Context: an optimization exercise on an open-source flow, tuned for small area, a short achievable clock period and few clock cycles. The choices shown serve that exercise and are no tape-out recipe.
Function was checked by simulation only, so behaviour that the tests miss may differ from the original.
Power is estimated from default activity; no workload was simulated.

## exp/garnet
## lane_fold
module lane_fold (
    input  wire        clk,
    input  wire        rst,
    input  wire        in_valid,
    output wire        in_ready,
    input  wire        in_first,
    input  wire [47:0] in_s,
    input  wire [7:0]  in_ea,
    input  wire [7:0]  in_eb,
    input  wire [9:0]  in_anchor,
    output reg         out_valid,
    output reg  [47:0] out_acc,
    output reg         out_sticky,
    output reg         out_loss,
    output reg         out_sat
);
Size: roughly 1700 cells after synthesis, ~130 I/O pins.
Settings: LEC_CHECK=0, CAP_MARGIN=15, CORE_MARGIN=2, CORE_UTILIZATION=60, CTS_BUF_LIST=sky130_fd_sc_hd__clkbuf_8, SLEW_MARGIN=15, SYNTH_HIERARCHICAL=1; clock period 20.0 ns.
standard.sh (not shown) runs the stock make flow with config.mk's settings and CLKGATE_MAP_FILE= SYNTH_SCRIPT=/design/flow/synth_recipe.tcl, a recipe that flattens the netlist after the stock synthesis.
==> flow/flow/run.sh <==
#!/bin/bash
# The standard layout, except that buffer_ports gives every input and output
# port a buf_2 (inputs then become buf_1) instead of the resizer's default
# delay buffer.
set -euo pipefail
here=$(pwd)
bash standard.sh "BUFFER_PORTS_ARGS=-buffer_cell sky130_fd_sc_hd__buf_2" \
    PRE_RESIZE_TCL="$here/flow/inbuf.tcl" finish > "$here/standard.log" 2>&1
==> flow/flow/inbuf.tcl <==
# The input port buffers drive a single register or gate each: use buf_1
# for them instead of the buf_2 that buffer_ports put on every port.
foreach inst [[ord::get_db_block] getInsts] {
  if {[regexp {^input[0-9]+$} [$inst getName]] &&
      [[$inst getMaster] getName] eq "sky130_fd_sc_hd__buf_2"} {
    replace_cell [sta::find_instance [$inst getName]] sky130_fd_sc_hd__buf_1
  }
}
exp/garnet: done, clean on timing, DRC and antenna
Testbench counts of exp/garnet, summed over its fixed seeds: cycles 480,024.
Setup changes, exp/garnet to exp/amber
Settings: a change of CTS_BUF_LIST from sky130_fd_sc_hd__clkbuf_8 to sky130_fd_sc_hd__clkbuf_16 sky130_fd_sc_hd__clkbuf_8.
==> flow/flow/run.sh <==
#!/bin/bash
# The standard layout, except that:
# - buffer_ports gives every input and output port a buf_2 (inputs then
#   become buf_1) instead of the resizer's default delay buffer;
# - the resizer's setup repair aims at a slack margin of SETUP_MARGIN ns, so
#   that it works on paths longer than (period - margin) while the clock and
#   the constraints stay those of the design.
set -euo pipefail
here=$(pwd)
SETUP_MARGIN=${SETUP_MARGIN:-15}
bash standard.sh "BUFFER_PORTS_ARGS=-buffer_cell sky130_fd_sc_hd__buf_2" \
    PRE_RESIZE_TCL="$here/flow/inbuf.tcl" \
    SETUP_SLACK_MARGIN=$SETUP_MARGIN finish > "$here/standard.log" 2>&1
--- outcome ---
Compared with exp/garnet, exp/amber shows a higher leakage dissipation.
When exp/amber is measured against exp/garnet, its global-route wire length before repair turns out 0.41% higher.
In exp/amber, the final routed wire length divided by cell count came out 0.88% above the value in exp/garnet.
Changes observed in exp/amber relative to exp/garnet: setup violation total in the final timing report was more or less identical, total congestion overflow was more or less identical.
Sequential power delta (exp/amber -> exp/garnet): insignificant
exp/amber vs exp/garnet, launch point of the worst path: out_acc[47] vs s1_ds[0]
### exp/amber -> exp/umber
Settings: changing CTS_BUF_LIST from sky130_fd_sc_hd__clkbuf_16 sky130_fd_sc_hd__clkbuf_8 to sky130_fd_sc_hd__clkbuf_8.
diff --git a/flow/flow/run.sh b/flow/flow/run.sh
--- a/flow/flow/run.sh
+++ b/flow/flow/run.sh
@@ -8,5 +8,5 @@
 set -euo pipefail
 here=$(pwd)
-SETUP_MARGIN=${SETUP_MARGIN:-15}
+SETUP_MARGIN=${SETUP_MARGIN:-15.15}
 bash standard.sh "BUFFER_PORTS_ARGS=-buffer_cell sky130_fd_sc_hd__buf_2" \
     PRE_RESIZE_TCL="$here/flow/inbuf.tcl" \
--- outcome ---
- Compared with exp/amber, exp/umber shows a higher final clock skew.
- Any difference in share of the final layout cell area in sequential cells between exp/amber and exp/umber is small enough to ignore.
- The fmax on exp/amber is in line with that on exp/umber.
- Via count in exp/umber vs exp/amber: up about 3.3%
- A most common cell after layout, fill and taps aside of dfxtp_1 is what exp/amber shows, while inv_1 belongs to exp/umber.
- On final worst-path cycle share, exp/amber and exp/umber are basically level.
- Distinct cell type count of the synthesized netlist came out exactly the same in exp/amber and exp/umber.
- Compared to exp/amber, exp/umber has global router's overall resource usage 0.82 points higher.
- [exp/umber] global routing met3 resource utilization fell 2.1 points relative to exp/amber
Here is what was changed in the inputs of exp/pepper compared with exp/umber.
diff --git a/flow/flow/run.sh b/flow/flow/run.sh
--- a/flow/flow/run.sh
+++ b/flow/flow/run.sh
@@ -8,5 +8,5 @@
 set -euo pipefail
 here=$(pwd)
-SETUP_MARGIN=${SETUP_MARGIN:-15.15}
+SETUP_MARGIN=${SETUP_MARGIN:-15}
 bash standard.sh "BUFFER_PORTS_ARGS=-buffer_cell sky130_fd_sc_hd__buf_2" \
     PRE_RESIZE_TCL="$here/flow/inbuf.tcl" \
--- outcome ---
From exp/pepper to exp/umber, number of distinct standard cells referenced by the synthesized netlist did not move at all. In terms of clock skew, exp/pepper and exp/umber differ only marginally. The termination of the worst setup path comes out out_acc[46] in one run and out_acc[45] in the other, namely in exp/pepper and exp/umber respectively. For power, dividing the value from exp/umber by the value from exp/pepper gives 1.06. Diff exp/pepper..exp/umber | part of the cycle the worst path needs | negligible. Diff exp/umber -> exp/pepper | design area | down by a few percent. Hold slack ended up 0.012 ns lower on exp/pepper than on exp/umber. Re placed instance area: no difference whatsoever between exp/umber and exp/pepper. Sequential share of layout area in exp/pepper vs exp/umber: up 0.45 points. Against exp/umber, exp/pepper reports a total global-route track usage that is lower. exp/pepper vs exp/umber: number of vias in the routed layout down in exp/pepper. Between exp/umber and exp/pepper, the difference in cell area after synthesis is negligible.
### exp/pepper -> exp/raven
Settings: a change of SLEW_MARGIN from 15 to 5; a change of CAP_MARGIN from 15 to 5.
- For total power draw, exp/pepper and exp/raven come out practically identical.
- Of exp/pepper and exp/raven, the run reporting the lower non-clock buffer count was exp/raven.
- Between exp/pepper and exp/raven, the sequential cell area share does not differ in any meaningful way.
- ~same multi-input combinational cell area in exp/pepper and exp/raven
- Compared exp/raven against exp/pepper; wire length within noise.
- Final cycle utilization of the critical path: exp/raven vs exp/pepper, no meaningful difference
- On worst-case headroom to the max-slew limit, the lower figure sits with exp/raven, not exp/pepper.
- exp/pepper has lower transition time at the pin with the least slew margin than exp/raven.
- Comparing exp/raven against exp/pepper, there is no change at all in met3 demand-to-capacity share in global routing.

-- static timing again, ports no longer ideal --
In the flow no input, the clock included, has a driving cell. The finished layouts below were timed again as built, in two steps.
Step 1 sets driving cells, clkbuf_16 on the clock port and buf_2 on the other inputs (assumed; they add their load-dependent delay and slew).
Step 2 adds t to the input delays and takes it off the output delays; t is the mean of the earliest and latest rising clock arrival at the registers after step 1. Input paths then give back, and output paths get back, about the clock's delay inside the block.
a / b / c = ideal / step 1 / step 2; a / b = the first two.
| run | shift t [ns] | slack for setup (ns) | worst setup path at the end | latest minus earliest clock arrival (ns) |
|---|---|---|---|---|
| exp/garnet | 0.534 | 14.396 / 14.396 / 14.396 | register to register | 0.023 / 0.023 |
| exp/amber | 0.494 | 15.034 / 14.982 / 15.106 | input to register | 0.015 / 0.015 |
| exp/umber | 0.529 | 15.020 / 14.973 / 15.113 | input to register | 0.021 / 0.020 |
| exp/pepper | 0.532 | 15.018 / 14.968 / 15.111 | input to register | 0.019 / 0.019 |
| exp/raven | 0.532 | 15.020 / 14.969 / 15.111 | input to register | 0.020 / 0.021 |
After both steps every run listed still meets setup and hold.
